Context: an optimization exercise on an open-source flow, tuned for small area, a short achievable clock period and few clock cycles. The choices shown serve that exercise and are no tape-out recipe.
Where RTL was checked, it was by simulation tests only, not by an equivalence proof against the original.
Only the layout flow was run in run 1; the RTL was not checked for function there.
In every run shown here, the design's own scripts or RTL, not TritonCTS, make the clock network.
No driver is modelled on the clock port, so clock power and skew are understated where the tree is cut down; a real chip needs a root buffer or a tree.

==> flow/design.v (outline; a module is shown in full before it is edited, if it fits) <==
// module lc_decoder: 1933 lines
module lc_decoder (
    input  wire         clk,
    input  wire         rst,         
    input  wire         in_valid,
    output wire         in_ready,
    input  wire [39:0]  in_beat,     
    input  wire [36:0]  in_dda,      
    output reg          out_valid,
    output reg  [2:0]   out_status,
    output reg  [3:0]   out_dev,
    output wire [511:0] out_data
);
  // ...
==> flow/flow/run.sh <==
#!/bin/bash
# Own layout flow: the standard ORFS flow (standard synthesis, floorplan,
# placement, routing), except that the clock tree is built by flow/mycts.tcl
# (clock port -> 4 root buffers -> leaf buffers -> flip-flop clusters), timing
# repair aims past the 10 ns constraint, and the ports get plain buffers.
set -euo pipefail
export MYCTS_LEAF_MAX=16
EXTRA=("SETUP_SLACK_MARGIN=6.9" "BUFFER_PORTS_ARGS=-buffer_cell sky130_fd_sc_hd__buf_1")
bash standard.sh "${EXTRA[@]}" place > flow_place.log 2>&1
bash standard.sh "${EXTRA[@]}" "RUN_SCRIPT=$PWD/flow/mycts.tcl" RUN_LOG_NAME_STEM=4_1_mycts run > flow_cts.log 2>&1
bash standard.sh "${EXTRA[@]}" finish > flow_finish.log 2>&1
==> flow/flow/mycts.tcl <==
# Two-level clock tree built by hand: the clock port drives a few root buffers,
# each root drives leaf buffers, each leaf drives a compact cluster of flip-flops.
# Replaces ORFS's cts step (same post-CTS repair as cts.tcl).
source $::env(SCRIPTS_DIR)/load.tcl
erase_non_stage_variables cts
load_design 3_place.odb 3_place.sdc

set leaf_max  [expr {[info exists ::env(MYCTS_LEAF_MAX)] ? $::env(MYCTS_LEAF_MAX) : 20}]
set n_roots   [expr {[info exists ::env(MYCTS_ROOTS)] ? $::env(MYCTS_ROOTS) : 4}]
set leaf_cell [expr {[info exists ::env(MYCTS_LEAF_CELL)] ? $::env(MYCTS_LEAF_CELL) : "sky130_fd_sc_hd__clkbuf_16"}]
set root_cell [expr {[info exists ::env(MYCTS_ROOT_CELL)] ? $::env(MYCTS_ROOT_CELL) : "sky130_fd_sc_hd__clkbuf_16"}]

set db [ord::get_db]
set block [ord::get_db_block]
set clknet [$block findNet clk]

# split a list of {obj x y} in two parts (sizes in ratio k1 : n-k1) along its wider side
proc split2 {items {frac 0.5}} {
  set xs {}; set ys {}
  foreach it $items { lappend xs [lindex $it 1]; lappend ys [lindex $it 2] }
  set xs [lsort -integer $xs]; set ys [lsort -integer $ys]
  set dx [expr {[lindex $xs end] - [lindex $xs 0]}]
  set dy [expr {[lindex $ys end] - [lindex $ys 0]}]
  set k [expr {$dx >= $dy ? 1 : 2}]
  set s [lsort -integer -index $k $items]
  set h [expr {int(round([llength $s] * $frac))}]
  return [list [lrange $s 0 [expr {$h - 1}]] [lrange $s $h end]]
}
# cut into ceil(n / maxn) compact clusters of nearly equal size
proc bisect {items maxn} {
  set n [llength $items]
  if {$n <= $maxn} { return [list $items] }
  set k [expr {($n + $maxn - 1) / $maxn}]
  set k1 [expr {$k / 2}]
  lassign [split2 $items [expr {double($k1) / $k}]] a b
  return [concat [bisect $a $maxn] [bisect $b $maxn]]
}
proc centroid {items} {
  set sx 0; set sy 0
  foreach it $items { set sx [expr {$sx + [lindex $it 1]}]; set sy [expr {$sy + [lindex $it 2]}] }
  set n [llength $items]
  return [list [expr {$sx / $n}] [expr {$sy / $n}]]
}

set sinks {}
foreach it [$clknet getITerms] {
  set inst [$it getInst]
  set bb [$inst getBBox]
  lappend sinks [list $it [expr {([$bb xMin] + [$bb xMax]) / 2}] [expr {([$bb yMin] + [$bb yMax]) / 2}]]
}
puts "mycts: [llength $sinks] clock sinks"

set clusters [bisect $sinks $leaf_max]
puts "mycts: [llength $clusters] leaf clusters"

set lmaster [$db findMaster $leaf_cell]
set rmaster [$db findMaster $root_cell]
set leaves {}
set i 0
foreach cl $clusters {
  lassign [centroid $cl] cx cy
  set inst [odb::dbInst_create $block $lmaster "mycts_leaf_$i"]
  $inst setLocation $cx $cy
  $inst setPlacementStatus PLACED
  set net [odb::dbNet_create $block "mycts_leafnet_$i"]
  $net setSigType CLOCK
  [$inst findITerm X] connect $net
  foreach s $cl {
    set it [lindex $s 0]
    $it disconnect
    $it connect $net
  }
  lappend leaves [list $inst $cx $cy]
  incr i
}

# group the leaves under the roots
set groups [list $leaves]
while {[llength $groups] < $n_roots} {
  set ng {}
  foreach g $groups { lassign [split2 $g] a b; lappend ng $a $b }
  set groups $ng
}
set i 0
foreach g $groups {
  lassign [centroid $g] cx cy
  set inst [odb::dbInst_create $block $rmaster "mycts_root_$i"]
  $inst setLocation $cx $cy
  $inst setPlacementStatus PLACED
  set net [odb::dbNet_create $block "mycts_rootnet_$i"]
  $net setSigType CLOCK
  [$inst findITerm X] connect $net
  [$inst findITerm A] connect $clknet
  foreach l $g { [[lindex $l 0] findITerm A] connect $net }
  incr i
}
$clknet setSigType CLOCK
global_connect

set_placement_padding -global \
  -left $::env(CELL_PAD_IN_SITES_DETAIL_PLACEMENT) \
  -right $::env(CELL_PAD_IN_SITES_DETAIL_PLACEMENT)
detailed_placement
set_propagated_clock [all_clocks]
estimate_parasitics -placement
report_clock_skew
repair_timing_helper
detailed_placement
check_placement -verbose
estimate_parasitics -placement
report_clock_skew
report_worst_slack -max
report_worst_slack -min

orfs_write_db $::env(RESULTS_DIR)/4_1_cts.odb
orfs_write_sdc $::env(RESULTS_DIR)/4_cts.sdc
==> flow/standard.sh <==
#!/bin/bash
# synth_recipe.tcl (not shown) runs the flow's synth.tcl, then flattens the netlist and writes it again
# the make line also repeats each setting of config.mk as NAME=value (left out here)
make -C /OpenROAD-flow-scripts/flow DESIGN_CONFIG=/design/flow/config.mk WORK_HOME=/design/flow/orfs CLKGATE_MAP_FILE= SYNTH_SCRIPT=/design/flow/synth_recipe.tcl "${@:-finish}"
==> flow/config.mk <==
export PLATFORM = sky130hd
export DESIGN_NAME = lc_decoder
export DESIGN_NICKNAME = lc_decoder
export VERILOG_FILES = /design/flow/design.v
export SDC_FILE = /design/flow/constraint.sdc
export NUM_CORES = 8
export LEC_CHECK = 0
export CAP_MARGIN = 20
export CORE_MARGIN = 2
export CORE_UTILIZATION = 55
export PLACE_DENSITY = 0.65
export SLEW_MARGIN = 20
==> flow/constraint.sdc <==
create_clock -name core_clock -period 10.0 [get_ports {clk}]
set_input_delay 2.0000 -clock core_clock [delete_from_list [all_inputs] [get_ports {clk}]]
set_output_delay 2.0000 -clock core_clock [all_outputs]
set_load 0.01 [all_outputs]
==> qor.yml, run 1 <==
drt:
  drt-initial-drc-count: 6825
  wl_met1_mm: 115
sta:
  holdWs_ns: 0.429
  max_slew_margin_pct: 22.4
  period_share_pct: 34.5
  setup_viol: 0
grt:
  track_usage_pct: 38.3
  grt_pass1_vias: 53400
  antenna_found_initial: 22
  grt_use_met2_pct: 59.2
finish:
  final_util_pct: 60.7
  syn2layout_area_growth_pct: 9.76
  nets: 8053
  fillers: 12000
  seq_share_pct: 38.2
  layout-drive-gt1-share_pct: 14.9
synthesis:
  syn_area_per_cell_sq_um: 9.93
  synthXorXnorAreaFrac_pct: 37.5
  synth_top_area_cell: "xnor2_1"
worst_setup_path:
  path_delay_family: "XOR/XNOR gates"
  cp_max_fo: 27
  worstSetupEndpointType: "flop"
  path_common_cell: "xnor2_1"
  critPathBufInv: 1
  worst-path-stages: 9
  reg2reg_to: "u[62]$_DFF_P_"
run_status:
  status: "finished clean"
floorplan:
  core_sq_um: 139000
job:
  maxCapViolCount: 0
min_path:
  min_from: "stall_r$_SDFF_PP0_"
placed_design:
  portBuffers: 600
==> run 2: changes to the inputs <==
--- a/flow/design.v
+++ b/flow/design.v
@@ -459,18 +459,19 @@
   reg          v_r;          
   reg  [15:0]  boh;          
   reg  [36:0]  dda_s;        
   reg  [127:0] acc;          
   reg  [127:0] u;            
   reg  [63:0]  dv_r;         
   reg  [63:0]  y_r;          
   reg  [511:0] ln;           
-  reg  [10*32-1:0] bk;      
-  reg          cp_r;
+  reg  [11*32-1:0] bk;      
+  reg          cp_r;         
+  reg          ld_r;         
   reg  [9:0]   ohu;          
   reg  [9:0]   ohd;          
   reg  [1:0]   zc;           
   reg  [3:0]   fdev;
   reg          pois, mark;
   wire [3:0] dnib  = dda_s[3:0];
   wire       first = boh[0];
   wire       bnd   = boh[4] | boh[8] | boh[12];
@@ -1626,48 +1627,48 @@
   assign out_data[420] = bk[312];
   assign out_data[421] = bk[313];
   assign out_data[422] = bk[314];
   assign out_data[423] = bk[315];
   assign out_data[484] = bk[316];
   assign out_data[485] = bk[317];
   assign out_data[486] = bk[318];
   assign out_data[487] = bk[319];
-  assign out_data[40] = ln[320];
-  assign out_data[41] = ln[321];
-  assign out_data[42] = ln[322];
-  assign out_data[43] = ln[323];
-  assign out_data[104] = ln[324];
-  assign out_data[105] = ln[325];
-  assign out_data[106] = ln[326];
-  assign out_data[107] = ln[327];
-  assign out_data[168] = ln[328];
-  assign out_data[169] = ln[329];
-  assign out_data[170] = ln[330];
-  assign out_data[171] = ln[331];
-  assign out_data[232] = ln[332];
-  assign out_data[233] = ln[333];
-  assign out_data[234] = ln[334];
-  assign out_data[235] = ln[335];
-  assign out_data[296] = ln[336];
-  assign out_data[297] = ln[337];
-  assign out_data[298] = ln[338];
-  assign out_data[299] = ln[339];
-  assign out_data[360] = ln[340];
-  assign out_data[361] = ln[341];
-  assign out_data[362] = ln[342];
-  assign out_data[363] = ln[343];
-  assign out_data[424] = ln[344];
-  assign out_data[425] = ln[345];
-  assign out_data[426] = ln[346];
-  assign out_data[427] = ln[347];
-  assign out_data[488] = ln[348];
-  assign out_data[489] = ln[349];
-  assign out_data[490] = ln[350];
-  assign out_data[491] = ln[351];
+  assign out_data[40] = bk[320];
+  assign out_data[41] = bk[321];
+  assign out_data[42] = bk[322];
+  assign out_data[43] = bk[323];
+  assign out_data[104] = bk[324];
+  assign out_data[105] = bk[325];
+  assign out_data[106] = bk[326];
+  assign out_data[107] = bk[327];
+  assign out_data[168] = bk[328];
+  assign out_data[169] = bk[329];
+  assign out_data[170] = bk[330];
+  assign out_data[171] = bk[331];
+  assign out_data[232] = bk[332];
+  assign out_data[233] = bk[333];
+  assign out_data[234] = bk[334];
+  assign out_data[235] = bk[335];
+  assign out_data[296] = bk[336];
+  assign out_data[297] = bk[337];
+  assign out_data[298] = bk[338];
+  assign out_data[299] = bk[339];
+  assign out_data[360] = bk[340];
+  assign out_data[361] = bk[341];
+  assign out_data[362] = bk[342];
+  assign out_data[363] = bk[343];
+  assign out_data[424] = bk[344];
+  assign out_data[425] = bk[345];
+  assign out_data[426] = bk[346];
+  assign out_data[427] = bk[347];
+  assign out_data[488] = bk[348];
+  assign out_data[489] = bk[349];
+  assign out_data[490] = bk[350];
+  assign out_data[491] = bk[351];
   assign out_data[44] = ln[352];
   assign out_data[45] = ln[353];
   assign out_data[46] = ln[354];
   assign out_data[47] = ln[355];
   assign out_data[108] = ln[356];
   assign out_data[109] = ln[357];
   assign out_data[110] = ln[358];
   assign out_data[111] = ln[359];
@@ -1833,20 +1834,20 @@
   always @(posedge clk) begin
     beat_r <= in_beat;
     if (next0)
       dda_s <= in_dda;
     else if (v_r)
       dda_s <= {4'd0, dda_s[36:4]};
     if (v_r)
       acc <= acc_nx;
-    u    <= last ? acc_nx : u_rot;
+    u    <= ld_r ? acc : u_rot;
     dv_r <= dv;
     y_r  <= y_comb;
-    if (last) begin
+    if (ld_r) begin
       zc   <= 2'd0;
       pois <= 1'b0;
       mark <= 1'b0;
     end else if (|ohd) begin
       zc   <= zc_nx;
       fdev <= fdev_nx;
       if (pt) pois <= 1'b1;
       if (mt) mark <= 1'b1;
@@ -1859,26 +1860,28 @@
     else                    out_status <= ST_UNC;
   end
   always @(posedge clk) begin
     if (rst) begin
       v_r       <= 1'b0;
       stall_r   <= 1'b0;
       boh       <= 16'd1;
       cp_r      <= 1'b0;
+      ld_r      <= 1'b0;
       ohu       <= 10'd0;
       ohd       <= 10'd0;
       out_valid <= 1'b0;
     end else begin
       v_r     <= in_valid & ~stall_r;
       stall_r <= in_valid & ~stall_r & ((boh[15] & ~v_r) | (boh[14] & v_r));
       if (v_r)
         boh <= {boh[14:0], boh[15]};
       cp_r      <= last;
-      ohu       <= last ? 10'd1 : {ohu[8:0], 1'b0};
+      ld_r      <= last;
+      ohu       <= ld_r ? 10'd1 : {ohu[8:0], 1'b0};
       ohd       <= ohu;
       out_valid <= ohd[9];
     end
   end
   always @(posedge clk) begin
     if (v_r & boh[0]) ln[31:0] <= beat_r[31:0];
     bk[31:0] <= cp_r ? ln[31:0] : (bk[31:0] ^ mk[31:0]);
   end
@@ -1913,18 +1916,20 @@
   always @(posedge clk) begin
     if (v_r & boh[8]) ln[287:256] <= beat_r[31:0];
     bk[287:256] <= cp_r ? ln[287:256] : (bk[287:256] ^ mk[287:256]);
   end
   always @(posedge clk) begin
     if (v_r & boh[9]) ln[319:288] <= beat_r[31:0];
     bk[319:288] <= cp_r ? ln[319:288] : (bk[319:288] ^ mk[319:288]);
   end
-  always @(posedge clk)
-    ln[351:320] <= (v_r & boh[10]) ? beat_r[31:0] : (ln[351:320] ^ mk[351:320]);
+  always @(posedge clk) begin
+    if (v_r & boh[10]) ln[351:320] <= beat_r[31:0];
+    bk[351:320] <= cp_r ? ln[351:320] : (bk[351:320] ^ mk[351:320]);
+  end
   always @(posedge clk)
     ln[383:352] <= (v_r & boh[11]) ? beat_r[31:0] : (ln[383:352] ^ mk[383:352]);
   always @(posedge clk)
     ln[415:384] <= (v_r & boh[12]) ? beat_r[31:0] : (ln[415:384] ^ mk[415:384]);
   always @(posedge clk)
     ln[447:416] <= (v_r & boh[13]) ? beat_r[31:0] : (ln[447:416] ^ mk[447:416]);
   always @(posedge clk)
     ln[479:448] <= (v_r & boh[14]) ? beat_r[31:0] : (ln[479:448] ^ mk[479:448]);
==> flow/flow/run.sh (replaced) <==
#!/bin/bash
# Own layout flow: the standard ORFS flow (standard synthesis, floorplan,
# placement, routing), except that the clock tree is built by flow/mycts.tcl
# (clock port -> 4 root buffers -> leaf buffers -> flip-flop clusters), timing
# repair aims past the 10 ns constraint, and the ports get plain buffers.
set -euo pipefail
EXTRA=("SETUP_SLACK_MARGIN=7.0" "BUFFER_PORTS_ARGS=-buffer_cell sky130_fd_sc_hd__buf_1")
bash standard.sh "${EXTRA[@]}" place > flow_place.log 2>&1
bash standard.sh "${EXTRA[@]}" "RUN_SCRIPT=$PWD/flow/mycts.tcl" RUN_LOG_NAME_STEM=4_1_mycts run > flow_cts.log 2>&1
bash standard.sh "${EXTRA[@]}" finish > flow_finish.log 2>&1
==> qor.yml, run 2 <==
worst_setup_path:
  r2r_start: "ohd[4]$_SDFF_PP0_"
  startpoint: "ohd[4]$_SDFF_PP0_"
  critPathArrivalTime_ns: 3.64
  path_class: "flop to flop"
  reg2reg_depth: 10
  r2r_slack_ns: 6.85
  crit_required_ns: 10.48
  worstSetupEndpointType: "flop"
  crit_path_start_kind: "flop"
  cp_max_fo: 17  # -37%
  reg2reg_to: "pois$_SDFFE_PP0P_"
min_path:
  min_to: "bk[336]$_DFF_P_"
  hold_path_class: "flop to flop"
  min_path_cells: 2
  min_from: "ln[336]$_DFFE_PP_"
synthesis:
  syn_nets: 7887
  yosysWarningCount: 1
  ys_seq_area_share_pct: 43.2
  syn-cell-area_sq_um: 76500
  synth_edf_count: 537
  synth_cells: 7805
  synth.distinct_cells: 74
  ys_seq_elements: 1380
  synth_area_leaders: "xnor2_1, dfxtp_1, edfxtp_1, xor2_1, nand2_1"
  synth_top_area_cell: "xnor2_1"
  synth_flop_cell: "dfxtp_1"
  synthArstFlopShare_pct: 0
  synth_common_cells: "xnor2_1, nand2_1, xor2_1"
  synth_top_area_share_pct: 22.7
  yosysMostFrequentCell: "xnor2_1"
  syn_area_per_cell_sq_um: 9.80  # -1.3%
grt:
  grt_pass1_wl_mm: 410
  grt_pass1_vias: 56300  # +5.4%
  antenna_found_initial: 26  # +18%
  track_usage_pct: 39.7  # +1.3 points
  grt_overflow_total: 0
  grt_max_degree: 258
sta:
  fin_setup_tns_ns: 0
  setup_viol: 0  # unchanged
  finalHoldViolations: 0
  rsz0062_at_grt: "yes"
  tightest_slew_ns: 1.28
  period_share_pct: 31.5  # -2.9 points
  max_slew_margin_pct: 14.1  # -8.3 points
  worst_slack_ns: 6.85
  report.final.slew_viol_count: 0
  clock_skew_ns: 0.0745
  fmax_mhz: 317
  finalCriticalPeriod_ns: 3.15
placed_design:
  dpl_cell_area_sq_um: 79000
  dp_worst_setup_slack_ns: 5.74
  portBuffers: 600  # unchanged
  gp_congestion: 1.03
  hpwl_mm: 201
drt:
  wl_mm: 296
  drtAntennaViolNets: 0
  wl_per_cell_um: 29.0
  drt-initial-drc-count: 7729  # +13%
  drcViolationCount: 0
  via_per_inst: 5.83
  vias: 59400
  first_pass_iters: 6
finish:
  seqCellArea_sq_um: 33800
  layout_common_cells: "xnor2_1, nand2_1, xor2_1"
  final_common_cell: "xnor2_1"
  regMostFlops: "ln"
  syn2layout_area_growth_pct: 17.6
  multi_input_area_sq_um: 41900
  nets: 8473  # +5.2%
  layout-drive-gt1-share_pct: 24.0  # +9.1 points
  top_regs: "ln x512, bk x352"
  fin_area_sq_um: 90000
  final_util_pct: 65.3  # +4.6 points
  largest_reg_flops: 512
  fillers: 10900  # -9.3%
floorplan:
  dieArea_sq_um: 142000
  fp-row-count: 136
  die_x_um: 377
  start_util_pct: 55.6
  die_h_um: 377
  core_sq_um: 138000  # -1.2%
  ios: 601
run_status:
  status: "finished clean"
clock_network:
  clk_latency_ns: 0.58
  clkTransAtPathRegs_ns: 0.10
job:
  maxCapViolCount: 0  # unchanged
[run 2: cell types whose count changed after synthesis, sizes merged, moves of 14 or more]
cell,previous run,this run
xnor2,1966,1998
buf,383,261
edfxtp,505,537
a21oi,144,171
a31oi,10,24
mux2,79,65
xnor3,32,4
clkbuf,302,406
[run 2: routing by layer]
metal	wire length, um	vias up	track usage, %	share of wire, %
met5	10	-	0	0.0034
met4	21500	2	22.6	7.3
met3	29700	957	6.13	10
met2	130000	3710	61.4	44
met1	114000	28700	53.0	39
li1	-	26000	-	-
[run 2: stage by stage]
| stage | hold WS (ns) | cells |
|---|---|---|
| after global routing | 0.453 | 10200 |
| after global placement | 0.424 | 9666 |
| after floorplan | 0.396 | 7805 |
| final | 0.404 | 10200 |
| after detailed placement | 0.431 | 9666 |
[run 2: worst max-delay path by stage]
stage,endpoint,slack (ns),depth (start not counted)
global placement,bk[252]$_DFF_P_,5.79,8
detailed placement,bk[232]$_DFF_P_,5.74,8
finish,pois$_SDFFE_PP0P_,6.85,10
global route,pois$_SDFFE_PP0P_,6.84,9
floorplan,dda_s[0]$_DFFE_PP_,7.04,6
[run 2: kinds of logic (layout without fill, tap and decap cells)]
family                     Yosys count  in the layout  share of synthesized area (%)
xor gates and xnor gates          3134           3134                           36.3
and+or+nand+nor                   1631           1635                           9.00
DFF                               1380           1380                           43.2
AOI/OAI and AO/OA                  905            905                           6.33
buffers and inverters              685           1265                           4.23
muxes                               68             68                          0.996
adders and majority gates            2              2                         0.0327
other                                0              5                              0
[run 2: worst max-delay path, cell delays in order, from the launching register on]
cell and delay (ns):
dfxtp_4 0.36, buf_12 0.16, buf_12 0.14, nor2_4 0.33, a31oi_1 0.17, nor4_2 0.57, nand4_1 0.15, or4_4 0.54
or4_4 0.45, nor2_2 0.09, o21ba_1 0.11
[run 2: area by class of cell]
type,instances,area share (%)
Timing Repair Buffer,1174,11.2
Multi-Input combinational cell,5744,46.5
Sequential cell,1380,37.6
Buffer,73,2.03
Inverter,18,0.0765
Tap cell,1794,2.50
Antenna cell,5,0.0139
Testbench counts of run 2, summed over its fixed seeds: cycles 40,896.
==> run 3: changes to the inputs <==
--- a/flow/flow/run.sh
+++ b/flow/flow/run.sh
@@ -4,7 +4,8 @@
 # (clock port -> 4 root buffers -> leaf buffers -> flip-flop clusters), timing
 # repair aims past the 10 ns constraint, and the ports get plain buffers.
 set -euo pipefail
-EXTRA=("SETUP_SLACK_MARGIN=7.0" "BUFFER_PORTS_ARGS=-buffer_cell sky130_fd_sc_hd__buf_1")
+export MYCTS_LEAF_MAX=24
+EXTRA=("SETUP_SLACK_MARGIN=6.9" "BUFFER_PORTS_ARGS=-buffer_cell sky130_fd_sc_hd__buf_1")
 bash standard.sh "${EXTRA[@]}" place > flow_place.log 2>&1
 bash standard.sh "${EXTRA[@]}" "RUN_SCRIPT=$PWD/flow/mycts.tcl" RUN_LOG_NAME_STEM=4_1_mycts run > flow_cts.log 2>&1
 bash standard.sh "${EXTRA[@]}" finish > flow_finish.log 2>&1
==> qor.yml, run 3 <==
worst_setup_path:
  path_delay_family: "XOR/XNOR gates"
  critPathBufInv: 0  # -2
  path_common_cell: "xnor2_1"
  reg2reg_depth: 6  # -4
  crit_path_start_kind: "flop"
  cp_max_fo: 11  # -6
  reg2reg_to: "acc[121]$_DFFE_PP_"
  worst-path-stages: 6  # -4
  crit_path_end: "acc[121]$_DFFE_PP_"
  path_class: "flop to flop"
  critPathArrivalTime_ns: 3.54  # -0.10 ns
  slowest_stage: "dfxtp_2"
  worstSetupEndpointType: "flop"
  r2r_slack_ns: 6.76  # -0.09 ns
  crit_required_ns: 10.30  # -0.18 ns
  r2r_start: "beat_r[28]$_DFF_P_"
  crit_chain: "xor2_1, xnor2_1, xnor2_1, xnor2_1, xnor2_1, xnor2_1"
  startpoint: "beat_r[28]$_DFF_P_"
  cp_slowest_stage_delay_ns: 0.73  # +0.16 ns
grt:
  grt_pass1_wl_mm: 393  # -4.2%
  grt_max_degree: 226  # -12%
  grt_overflow_total: 0  # unchanged
  track_usage_pct: 38.0  # -1.7 points
  antenna_found_initial: 18  # -31%
  grt_pass1_vias: 53800  # -4.5%
synthesis:
  ys_seq_area_share_pct: 43.2  # unchanged
  yosysWarningCount: 1  # unchanged
  synth_flop_cell: "dfxtp_1"
  ys_seq_elements: 1380  # unchanged
  synth_area_leaders: "xnor2_1, dfxtp_1, edfxtp_1, xor2_1, nand2_1"
  synth_top_area_cell: "xnor2_1"
  syn_nets: 7887  # unchanged
  synth_cells: 7805  # unchanged
  yosysMostFrequentCell: "xnor2_1"
  syn-cell-area_sq_um: 76500  # unchanged
  synth_common_cells: "xnor2_1, nand2_1, xor2_1"
  synth_edf_count: 537  # unchanged
  synth.distinct_cells: 74  # unchanged
  synthArstFlopShare_pct: 0  # unchanged
  synth_top_area_share_pct: 22.7  # unchanged
  syn_area_per_cell_sq_um: 9.80  # unchanged
finish:
  instances_no_fill: 9839  # -3.4%
  largest_reg_flops: 512  # unchanged
  nets: 8122  # -4.1%
  top_regs: "ln x512, bk x352"
  final_util_pct: 60.9  # -4.5 points
  final_common_cell: "xnor2_1"
  regMostFlops: "ln"
  syn2layout_area_growth_pct: 9.59
  fillers: 11800  # +8.7%
  layout-drive-gt1-share_pct: 11.1  # -13 points
  layout_common_cells: "xnor2_1, nand2_1, xor2_1"
sta:
  fmax_mhz: 309  # -2.6%
  tightest_slew_ns: 1.23  # -0.0448 ns
  report.final.slew_viol_count: 0  # unchanged
  finalHoldViolations: 0  # unchanged
  period_share_pct: 32.4  # +0.85 points
  fin_setup_tns_ns: 0  # unchanged
  finalCriticalPeriod_ns: 3.24  # +0.0850 ns
  clock_skew_ns: 0.0918  # +0.0173 ns
  setup_viol: 0  # unchanged
  rsz0062_at_grt: "yes"
  max_slew_margin_pct: 17.7  # +3.6 points
job:
  maxCapViolCount: 0  # unchanged
drt:
  first_pass_iters: 7  # +1
  wl_per_cell_um: 28.9  # -0.30%
  drt-initial-drc-count: 6784  # -12%
  drtAntennaViolNets: 0  # unchanged
  drcViolationCount: 0  # unchanged
  wl_mm: 285  # -3.7%
  via_per_inst: 5.81  # -0.44%
  vias: 57100  # -3.9%
clock_network:
  clk_latency_ns: 0.55  # -0.03 ns
  clkTransAtPathRegs_ns: 0.11  # about the same
floorplan:
  dieArea_sq_um: 142000  # unchanged
  core_sq_um: 138000  # unchanged
  die_h_um: 377  # unchanged
  ios: 601  # unchanged
  die_x_um: 377  # unchanged
  fp-row-count: 136  # unchanged
  start_util_pct: 55.6  # unchanged
min_path:
  min_path_cells: 2  # unchanged
  min_from: "ln[211]$_DFFE_PP_"
  hold_path_class: "flop to flop"
placed_design:
  gp_congestion: 1.04  # +1.8%
  place_inst: 9667  # +0.010%
  hpwl_mm: 197  # -1.6%
  portBuffers: 600  # unchanged
run_status:
  status: "finished clean"
run 3: kinds of logic after synthesis:
group	after synthesis	share of synthesized area [%]
xor gates and xnor gates	3134	36.3
and+or+nand+nor	1631	9.00
DFF	1380	43.2
AOI/OAI and AO/OA	905	6.33
buffers and inverters	685	4.23
muxes	68	0.996
adders and majority gates	2	0.0327
run 3: layout make-up:
type	instances	area (sq um)	area share, %
multi-input combinational	5746	41600	49.7
sequential	1380	33200	39.7
timing repair buffer	832	5050	6.03
tap	1794	2240	2.68
buffer	62	1550	1.85
inverter	18	72.6	0.0866
antenna	7	17.5	0.0209
run 3: how the worst min path moves through the flow:
stage	slack, ns	to
after floorplan	0.40	v_r$_SDFF_PP0_
after global placement	0.42	bk[220]$_DFF_P_
after detailed placement	0.43	bk[100]$_DFF_P_
after global routing	0.43	bk[210]$_DFF_P_
final	0.39	bk[211]$_DFF_P_
run 3: worst register-to-register path, stage by stage, from the launching register on:
cell and delay, ns:
dfxtp_2 0.73, xor2_1 0.69, xnor2_1 0.36, xnor2_1 0.44
xnor2_1 0.15, xnor2_1 0.56, xnor2_1 0.12
run 3: per-stage QoR:
step,area (sq um),setup WS (ns),hold slack [ns]
floorplan,76500,6.93,0.396
global placement,79000,5.71,0.423
detailed placement,79000,5.79,0.431
global route,83800,6.78,0.429
finish,83800,6.76,0.394
run 3: layer usage:
layer  global-route usage [%]  vias up  share of wire (%)
met5                        0        -             0.0081
met1                     51.5    27700                 40
met4                     17.9        4                6.2
li1                         -    25300                  -
met3                     6.08      773                9.9
met2                     59.6     3319                 44
==> run 4: changes to the inputs <==
--- a/flow/flow/run.sh
+++ b/flow/flow/run.sh
@@ -4,7 +4,6 @@
 # (clock port -> 4 root buffers -> leaf buffers -> flip-flop clusters), timing
 # repair aims past the 10 ns constraint, and the ports get plain buffers.
 set -euo pipefail
-export MYCTS_LEAF_MAX=24
 EXTRA=("SETUP_SLACK_MARGIN=6.9" "BUFFER_PORTS_ARGS=-buffer_cell sky130_fd_sc_hd__buf_1")
 bash standard.sh "${EXTRA[@]}" place > flow_place.log 2>&1
 bash standard.sh "${EXTRA[@]}" "RUN_SCRIPT=$PWD/flow/mycts.tcl" RUN_LOG_NAME_STEM=4_1_mycts run > flow_cts.log 2>&1
==> qor.yml, run 4 <==
floorplan:
  start_util_pct: 55.6  # unchanged
  fp-row-count: 136  # unchanged
  core_sq_um: 138000  # unchanged
  die_h_um: 377  # unchanged
  die_x_um: 377  # unchanged
  ios: 601  # unchanged
  dieArea_sq_um: 142000  # unchanged
finish:
  multi_input_area_sq_um: 41600  # about the same
  seqCellArea_sq_um: 33300  # +0.11%
  fillers: 11800  # -0.33%
  largest_reg_flops: 512  # unchanged
  layout-drive-gt1-share_pct: 12.2  # +1.1 points
  final_common_cell: "xnor2_1"
  layout_common_cells: "xnor2_1, nand2_1, xor2_1"
  regMostFlops: "ln"
  syn2layout_area_growth_pct: 9.85
  top_regs: "ln x512, bk x352"
  nets: 8115  # -0.086%
  instances_no_fill: 9828  # -0.11%
sta:
  finalCriticalPeriod_ns: 3.20  # -0.0363 ns
  tightest_slew_ns: 1.22  # -0.0182 ns
  max_slew_margin_pct: 18.3  # +0.63 points
  fin_setup_tns_ns: 0  # unchanged
  setup_viol: 0  # unchanged
  fmax_mhz: 312  # +1.1%
  rsz0062_at_grt: "yes"
  period_share_pct: 32.0  # -0.36 points
  clock_skew_ns: 0.0895  # -0.00229 ns
  report.final.slew_viol_count: 0  # unchanged
  finalHoldViolations: 0  # unchanged
synthesis:
  yosysWarningCount: 1  # unchanged
  ys_seq_elements: 1380  # unchanged
  synth_top_area_cell: "xnor2_1"
  synth_top_area_share_pct: 22.7  # unchanged
  ys_seq_area_share_pct: 43.2  # unchanged
  syn_area_per_cell_sq_um: 9.80  # unchanged
  synth.distinct_cells: 74  # unchanged
  synth_edf_count: 537  # unchanged
  yosysMostFrequentCell: "xnor2_1"
  synth_flop_cell: "dfxtp_1"
  synth_common_cells: "xnor2_1, nand2_1, xor2_1"
  synth_area_leaders: "xnor2_1, dfxtp_1, edfxtp_1, xor2_1, nand2_1"
  synthArstFlopShare_pct: 0  # unchanged
  syn_nets: 7887  # unchanged
  synth_cells: 7805  # unchanged
  syn-cell-area_sq_um: 76500  # unchanged
worst_setup_path:
  crit_path_start_kind: "flop"
  r2r_start: "beat_r[28]$_DFF_P_"
  worstSetupEndpointType: "flop"
  critPathArrivalTime_ns: 3.52  # -0.02 ns
  reg2reg_depth: 6  # unchanged
  crit_path_end: "acc[121]$_DFFE_PP_"
  r2r_slack_ns: 6.80  # +0.04 ns
  startpoint: "beat_r[28]$_DFF_P_"
  cp_max_fo: 11  # unchanged
  reg2reg_to: "acc[121]$_DFFE_PP_"
  crit_required_ns: 10.32  # +0.02 ns
  path_class: "flop to flop"
grt:
  grt_pass1_vias: 54100  # +0.46%
  track_usage_pct: 38.1  # +0.050 points
  grt_pass1_wl_mm: 394  # +0.20%
  grt_max_degree: 226  # unchanged
  antenna_found_initial: 16  # -2
  grt_overflow_total: 0  # unchanged
min_path:
  hold_path_class: "flop to flop"
  min_path_cells: 2  # unchanged
drt:
  via_per_inst: 5.80  # -0.15%
  drt-initial-drc-count: 7113  # +4.8%
  drcViolationCount: 0  # unchanged
  first_pass_iters: 6  # -1
  vias: 57000  # -0.27%
  drtAntennaViolNets: 0  # unchanged
  wl_per_cell_um: 28.9  # about the same
  wl_mm: 284  # -0.12%
placed_design:
  place_inst: 9667  # unchanged
  hpwl_mm: 197  # unchanged
  portBuffers: 600  # unchanged
  gp_congestion: 1.04  # unchanged
job:
  maxCapViolCount: 0  # unchanged
clock_network:
  clkTransAtPathRegs_ns: 0.09  # -0.02 ns
  clk_latency_ns: 0.58  # +0.03 ns
run_status:
  status: "finished clean"
## run 4: critical path, stage by stage (launching register included)
cell	delay, ns
dfxtp_2	0.75
xor2_1	0.64
xnor2_1	0.36
xnor2_1	0.42
xnor2_1	0.14
xnor2_1	0.54
xnor2_1	0.11
## run 4: cell type report
type | count | share of cell area [%]
diodes | 3 | 0.00894
plain buffers | 73 | 2.17
multi-input cells | 5744 | 49.5
inverters | 18 | 0.0864
flip-flops and latches | 1380 | 39.6
well taps | 1794 | 2.67
repair buffers | 816 | 5.93
## run 4: how the worst min path moves through the flow
stage	from	end	slack [ns]
detailed placement	ln[100]$_DFFE_PP_	bk[100]$_DFF_P_	0.43
global route	ln[213]$_DFFE_PP_	bk[213]$_DFF_P_	0.41
floorplan	stall_r$_SDFF_PP0_	v_r$_SDFF_PP0_	0.40
global placement	ln[220]$_DFFE_PP_	bk[220]$_DFF_P_	0.42
finish	ln[213]$_DFFE_PP_	bk[213]$_DFF_P_	0.40
## run 4: through the flow
stage / worst slack [ns] / area (sq um) / hold slack (ns) / utilization, %
2_1_floorplan: 6.93 / 76500 / 0.396 / -
3_3_place_gp: 5.71 / 79000 / 0.423 / 57.4
3_5_place_dp: 5.79 / 79000 / 0.431 / 57.4
5_1_grt: 6.81 / 84000 / 0.412 / 61.0
6_report: 6.80 / 84000 / 0.395 / 61.0
## run 4: cell families after synthesis
| family | after synthesis | synth area share, % |
|---|---|---|
| buf+inv | 685 | 4.23 |
| flops | 1380 | 43.2 |
| compound gates | 905 | 6.33 |
| mux | 68 | 0.996 |
| xor+xnor | 3134 | 36.3 |
| fa+ha+maj | 2 | 0.0327 |
| simple gates | 1631 | 9.00 |
## run 4: metal layers
| layer | wire length, um | vias up | GRT usage, % |
|---|---|---|---|
| met4 | 18500 | 0 | 19.1 |
| li1 | - | 25300 | - |
| met1 | 113000 | 27600 | 51.6 |
| met5 | 0 | - | 0 |
| met2 | 125000 | 3235 | 59.3 |
| met3 | 27900 | 770 | 5.84 |
==> run 5: changes to the inputs <==
--- a/flow/config.mk
+++ b/flow/config.mk
@@ -8,5 +8,6 @@
 export CAP_MARGIN = 20
 export CORE_MARGIN = 2
 export CORE_UTILIZATION = 55
+export GPL_ROUTABILITY_DRIVEN = 0
 export PLACE_DENSITY = 0.65
 export SLEW_MARGIN = 20
==> qor.yml, run 5 <==
worst_setup_path:
  worstSetupEndpointType: "flop"
  path_class: "flop to flop"
  slowest_stage: "buf_4"
  critPathArrivalTime_ns: 3.51  # about the same
  reg2reg_to: "acc[98]$_DFFE_PP_"
  crit_path_start_kind: "flop"
  crit_required_ns: 10.31  # about the same
  crit_chain: "buf_4, xnor2_1, xor2_1, xor2_1, xnor2_1, xnor2_1, xnor2_1"
  startpoint: "beat_r[18]$_DFF_P_"
  cp_slowest_stage_delay_ns: 0.71  # -0.04 ns
  r2r_slack_ns: 6.80  # about the same
  path_common_cell: "xnor2_1"
  reg2reg_depth: 7  # +1
  r2r_start: "beat_r[18]$_DFF_P_"
  cp_max_fo: 23  # +12
finish:
  top_regs: "ln x512, bk x352"
  final_common_cell: "xnor2_1"
  layout-drive-gt1-share_pct: 10.5  # -1.7 points
  regMostFlops: "ln"
  largest_reg_flops: 512  # unchanged
  nets: 8051  # -0.79%
  fillers: 11900  # +0.53%
  multi_input_area_sq_um: 41400  # -0.49%
  seqCellArea_sq_um: 33200  # -0.18%
  syn2layout_area_growth_pct: 8.35
  layout_common_cells: "xnor2_1, nand2_1, xor2_1"
synthesis:
  syn_nets: 7887  # unchanged
  ys_seq_area_share_pct: 43.2  # unchanged
  synth_flop_cell: "dfxtp_1"
  syn-cell-area_sq_um: 76500  # unchanged
  synth_cells: 7805  # unchanged
  synthArstFlopShare_pct: 0  # unchanged
  yosysMostFrequentCell: "xnor2_1"
  synth_top_area_share_pct: 22.7  # unchanged
  yosysWarningCount: 1  # unchanged
  synth_top_area_cell: "xnor2_1"
  synth_area_leaders: "xnor2_1, dfxtp_1, edfxtp_1, xor2_1, nand2_1"
  synth_common_cells: "xnor2_1, nand2_1, xor2_1"
  synth.distinct_cells: 74  # unchanged
  ys_seq_elements: 1380  # unchanged
  syn_area_per_cell_sq_um: 9.80  # unchanged
  synth_edf_count: 537  # unchanged
min_path:
  hold_path_class: "flop to flop"
  min_path_cells: 2  # unchanged
  min_from: "ln[313]$_DFFE_PP_"
  min_to: "bk[313]$_DFF_P_"
sta:
  fmax_mhz: 313  # +0.14%
  rsz0062_at_grt: "yes"
  setup_viol: 0  # unchanged
  max_slew_margin_pct: 16.3  # -2.0 points
  period_share_pct: 32.0  # -0.043 points
  finalCriticalPeriod_ns: 3.20  # -0.00434 ns
  clock_skew_ns: 0.0894  # -0.000115 ns
  fin_setup_tns_ns: 0  # unchanged
  finalHoldViolations: 0  # unchanged
  report.final.slew_viol_count: 0  # unchanged
  tightest_slew_ns: 1.26  # +0.0392 ns
grt:
  grt_pass1_vias: 54000  # -0.20%
  grt_max_degree: 298  # +32%
  grtUsageMet1_pct: 48.3  # -3.3 points
  grt.busiest_layer: "met2"
  grt_pass1_wl_mm: 380  # -3.6%
  grt_use_met2_pct: 56.4  # -2.9 points
  track_usage_pct: 36.3  # -1.8 points
  antenna_found_initial: 26  # +10
  grt_overflow_total: 0  # unchanged
  grtUsageMet3_pct: 6.60  # +0.76 points
run_status:
  status: "finished clean"
floorplan:
  die_h_um: 377  # unchanged
  core_sq_um: 138000  # unchanged
  ios: 601  # unchanged
  die_x_um: 377  # unchanged
  fp-row-count: 136  # unchanged
  start_util_pct: 55.6  # unchanged
  dieArea_sq_um: 142000  # unchanged
clock_network:
  clkTransAtPathRegs_ns: 0.09  # about the same
  clk_latency_ns: 0.59  # about the same
drt:
  drt-initial-drc-count: 7608  # +7.0%
  drcViolationCount: 0  # unchanged
  wl_mm: 268  # -5.6%
  via_per_inst: 5.80  # about the same
  drtAntennaViolNets: 0  # unchanged
  vias: 56600  # -0.68%
  wl_per_cell_um: 27.5  # -5.0%
  first_pass_iters: 12  # +6
job:
  maxCapViolCount: 0  # unchanged
placed_design:
  hpwl_mm: 187  # -5.4%
  portBuffers: 600  # unchanged
==> run 5: routing by layer <==
layer | wire (um) | up-vias
li1 | - | 25200
met1 | 103000 | 27000
met2 | 118000 | 3523
met3 | 28900 | 880
met4 | 17600 | 8
met5 | 53 | -
==> run 5: final cells by class <==
cell class	count	area share (%)
Antenna cell	2	0.00604
Multi-Input combinational cell	5747	50.0
Sequential cell	1380	40.1
Tap cell	1794	2.71
Buffer	73	2.20
Timing Repair Buffer	749	4.95
Inverter	18	0.0831
==> run 5: per-stage QoR <==
stage	std cells	hold slack (ns)	util (%)	cell area, sq um	worst slack (ns)
floorplan	7805	0.396	-	76500	6.93
global placement	9644	0.418	57.2	78800	5.72
detailed placement	9645	0.416	57.3	78900	5.74
global route	9762	0.427	60.2	82900	6.78
finish	9763	0.410	60.2	82900	6.80
==> run 5: worst max-delay path: cells and delay by family (launching register included) <==
family | cells | cell delay [ns]
xor gates and xnor gates | 6 | 1.80
buffers and inverters | 1 | 0.71
DFF | 1 | 0.48
==> run 5: worst max-delay path by stage <==
stage,to,slack (ns)
3_5_place_dp,bk[248]$_DFF_P_,5.74
2_1_floorplan,dda_s[0]$_DFFE_PP_,6.93
3_3_place_gp,bk[240]$_DFF_P_,5.72
5_1_grt,out_status[0]$_SDFF_PN0_,6.78
6_report,acc[98]$_DFFE_PP_,6.80
==> run 5: cell families (layout without fill, tap and decap cells) <==
kind of cell    Yosys count  after routing  synth area share (%)
other cells               0              2                     0
buf+inv                 685            840                  4.23
fa+ha+maj                 2              2                0.0327
compound gates          905            905                  6.33
mux                      68             68                 0.996
flops                  1380           1380                  43.2
simple gates           1631           1638                  9.00
xor+xnor               3134           3134                  36.3
==> run 6: changes to the inputs <==
--- a/flow/config.mk
+++ b/flow/config.mk
@@ -7,7 +7,6 @@
 export LEC_CHECK = 0
 export CAP_MARGIN = 20
 export CORE_MARGIN = 2
-export CORE_UTILIZATION = 55
-export GPL_ROUTABILITY_DRIVEN = 0
-export PLACE_DENSITY = 0.65
+export CORE_UTILIZATION = 65
+export PLACE_DENSITY = 0.75
 export SLEW_MARGIN = 20
==> qor.yml, run 6 <==
run_status:
  status: "finished clean"
grt:
  track_usage_pct: 42.6  # +6.3 points
  grt_max_degree: 283  # -5.0%
  grt_pass1_wl_mm: 379  # -0.20%
  grt_overflow_total: 0  # unchanged
  grt_pass1_vias: 55600  # +3.0%
  antenna_found_initial: 12  # -54%
finish:
  nets: 8078  # +0.34%
  top_regs: "ln x512, bk x352"
  largest_reg_flops: 512  # unchanged
  syn2layout_area_growth_pct: 8.35  # about the same
  layout-drive-gt1-share_pct: 10.0  # -0.44 points
  final_util_pct: 71.1  # +11 points
  layout_common_cells: "xnor2_1, nand2_1, xor2_1"
  regMostFlops: "ln"
  final_common_cell: "xnor2_1"
min_path:
  hold_path_class: "flop to flop"
  min_to: "bk[206]$_DFF_P_"
  min_path_cells: 2  # unchanged
  min_from: "ln[206]$_DFFE_PP_"
clock_network:
  clk_latency_ns: 0.57  # -0.02 ns
  clkTransAtPathRegs_ns: 0.10  # about the same
synthesis:
  syn_area_per_cell_sq_um: 9.80  # unchanged
  synth_top_area_cell: "xnor2_1"
  synth_area_leaders: "xnor2_1, dfxtp_1, edfxtp_1, xor2_1, nand2_1"
  synth_cells: 7805  # unchanged
  synthArstFlopShare_pct: 0  # unchanged
  ys_seq_area_share_pct: 43.2  # unchanged
  synth_common_cells: "xnor2_1, nand2_1, xor2_1"
  syn_nets: 7887  # unchanged
  yosysWarningCount: 1  # unchanged
  ys_seq_elements: 1380  # unchanged
  syn-cell-area_sq_um: 76500  # unchanged
  synth_top_area_share_pct: 22.7  # unchanged
  synth.distinct_cells: 74  # unchanged
  yosysMostFrequentCell: "xnor2_1"
  synth_flop_cell: "dfxtp_1"
  synth_edf_count: 537  # unchanged
floorplan:
  core_sq_um: 117000  # -15%
  start_util_pct: 65.6  # +10 points
  fp-row-count: 125  # -8.1%
  die_h_um: 347  # -7.9%
  dieArea_sq_um: 120000  # -15%
  ios: 601  # unchanged
  die_x_um: 347  # -7.9%
placed_design:
  hpwl_mm: 185  # -0.72%
  portBuffers: 600  # unchanged
  gp_congestion: 1.10
worst_setup_path:
  reg2reg_to: "acc[109]$_DFFE_PP_"
  r2r_start: "beat_r[37]$_DFF_P_"
  reg2reg_depth: 5  # -2
  worstSetupEndpointType: "flop"
  crit_path_start_kind: "flop"
  critPathArrivalTime_ns: 3.59  # +0.08 ns
  cp_max_fo: 12  # -48%
  crit_required_ns: 10.32  # about the same
  r2r_slack_ns: 6.73  # -0.08 ns
  path_class: "flop to flop"
drt:
  wl_per_cell_um: 28.3  # +3.0%
  wl_mm: 270  # +0.49%
  drcViolationCount: 0  # unchanged
  first_pass_iters: 9  # -3
  via_per_inst: 6.06  # +4.6%
  drt-initial-drc-count: 7874  # +3.5%
  drtAntennaViolNets: 0  # unchanged
  vias: 57700  # +2.1%
sta:
  finalHoldViolations: 0  # unchanged
  setup_viol: 0  # unchanged
  tightest_slew_ns: 1.21  # -0.0484 ns
  report.final.slew_viol_count: 0  # unchanged
  fmax_mhz: 305  # -2.4%
  fin_setup_tns_ns: 0  # unchanged
  clock_skew_ns: 0.0866  # -0.00276 ns
  period_share_pct: 32.7  # +0.77 points
  max_slew_margin_pct: 19.3  # +3.0 points
  finalCriticalPeriod_ns: 3.27  # +0.0770 ns
  holdWs_ns: 0.384  # -0.0258 ns
  rsz0062_at_grt: "yes"
job:
  maxCapViolCount: 0  # unchanged
run 6: cell counts after synthesis:
No cell type changed its count.
run 6: logic make-up after synthesis:
family,synth area share [%]
AO/OA/AOI/OAI,6.33
multiplexers,0.996
AND/OR/NAND/NOR,9.00
adder cells (fa/ha/maj),0.0327
XOR/XNOR,36.3
flip-flops,43.2
buffers and inverters,4.23
run 6: routing by layer:
| metal | GRT usage [%] | share of wire [%] | wire (um) |
|---|---|---|---|
| met1 | 55.3 | 36 | 98300 |
| met3 | 8.71 | 12 | 32300 |
| met4 | 27.8 | 8.5 | 22800 |
| met2 | 64.8 | 43 | 116000 |
| met5 | 0 | 0.0085 | 23 |
run 6: worst max path at each step:
stage | from | endpoint | slack [ns] | depth (start not counted)
after floorplan | v_r$_SDFF_PP0_ | dda_s[0]$_DFFE_PP_ | 6.93 | 6
after global placement | y_r[45]$_DFF_P_ | ln[374]$_DFF_P_ | 5.93 | 8
after detailed placement | y_r[45]$_DFF_P_ | ln[354]$_DFF_P_ | 5.91 | 8
after global routing | ohd[8]$_SDFF_PP0_ | out_status[0]$_SDFF_PN0_ | 6.81 | 10
final | beat_r[37]$_DFF_P_ | acc[109]$_DFFE_PP_ | 6.73 | 5
run 6: area by class of cell:
type                       count  area, sq um
sequential                  1380        33200
buffer                        73         1830
multi-input combinational   5743        41400
timing repair buffer         780         4440
inverter                      18         68.8
fill                        8868        33700
tap                         1524         1910
antenna                        3         7.51
run 6: per-stage QoR:
stage               worst slack, ns  cell area [sq um]  std cells
floorplan                      6.93              76500       7805
global placement               5.93              78500       9381
detailed placement             5.91              78500       9381
global route                   6.81              82900       9519
finish                         6.73              82900       9521
run 6: critical path, cell delays in order (launching register included):
cell,delay [ns]
dfxtp_1,1.09
xnor2_2,0.56
xor2_1,0.66
xnor2_1,0.23
xnor2_1,0.36
xnor2_1,0.11

## port drivers added, routing unchanged
How much do the figures lean on ideal ports? The routed layouts below were timed once more, with nothing changed but the port constraints.
Step 1 sets driving cells, clkbuf_16 on the clock port and buf_2 on the other inputs (assumed; they add their load-dependent delay and slew).
Step 2, shift: input delay + t, output delay - t, t = (earliest + latest rising clock arrival at the registers) / 2. This alone moves slack from input paths to output paths.
Three values: ideal ports, drivers, drivers and shift; two values: the first two.
run | shift t [ns] | setup WS [ns] | worst slew at a driven data input, ns
run 1 | 0.738 | 6.554 / 6.554 / 6.554 | 0.19
run 2 | 0.715 | 6.847 / 6.737 / 6.824 | 0.29
run 3 | 0.675 | 6.762 / 6.736 / 6.762 | 0.19
run 4 | 0.704 | 6.798 / 6.732 / 6.798 | 0.16
run 5 | 0.709 | 6.802 / 6.727 / 6.802 | 0.20
run 6 | 0.697 | 6.725 / 6.723 / 6.725 | 0.27
After both steps every run listed still meets setup and hold. For run 2, which loses most, drivers alone change the setup slack by -0.110 ns; drivers and shift together by -0.023 ns.
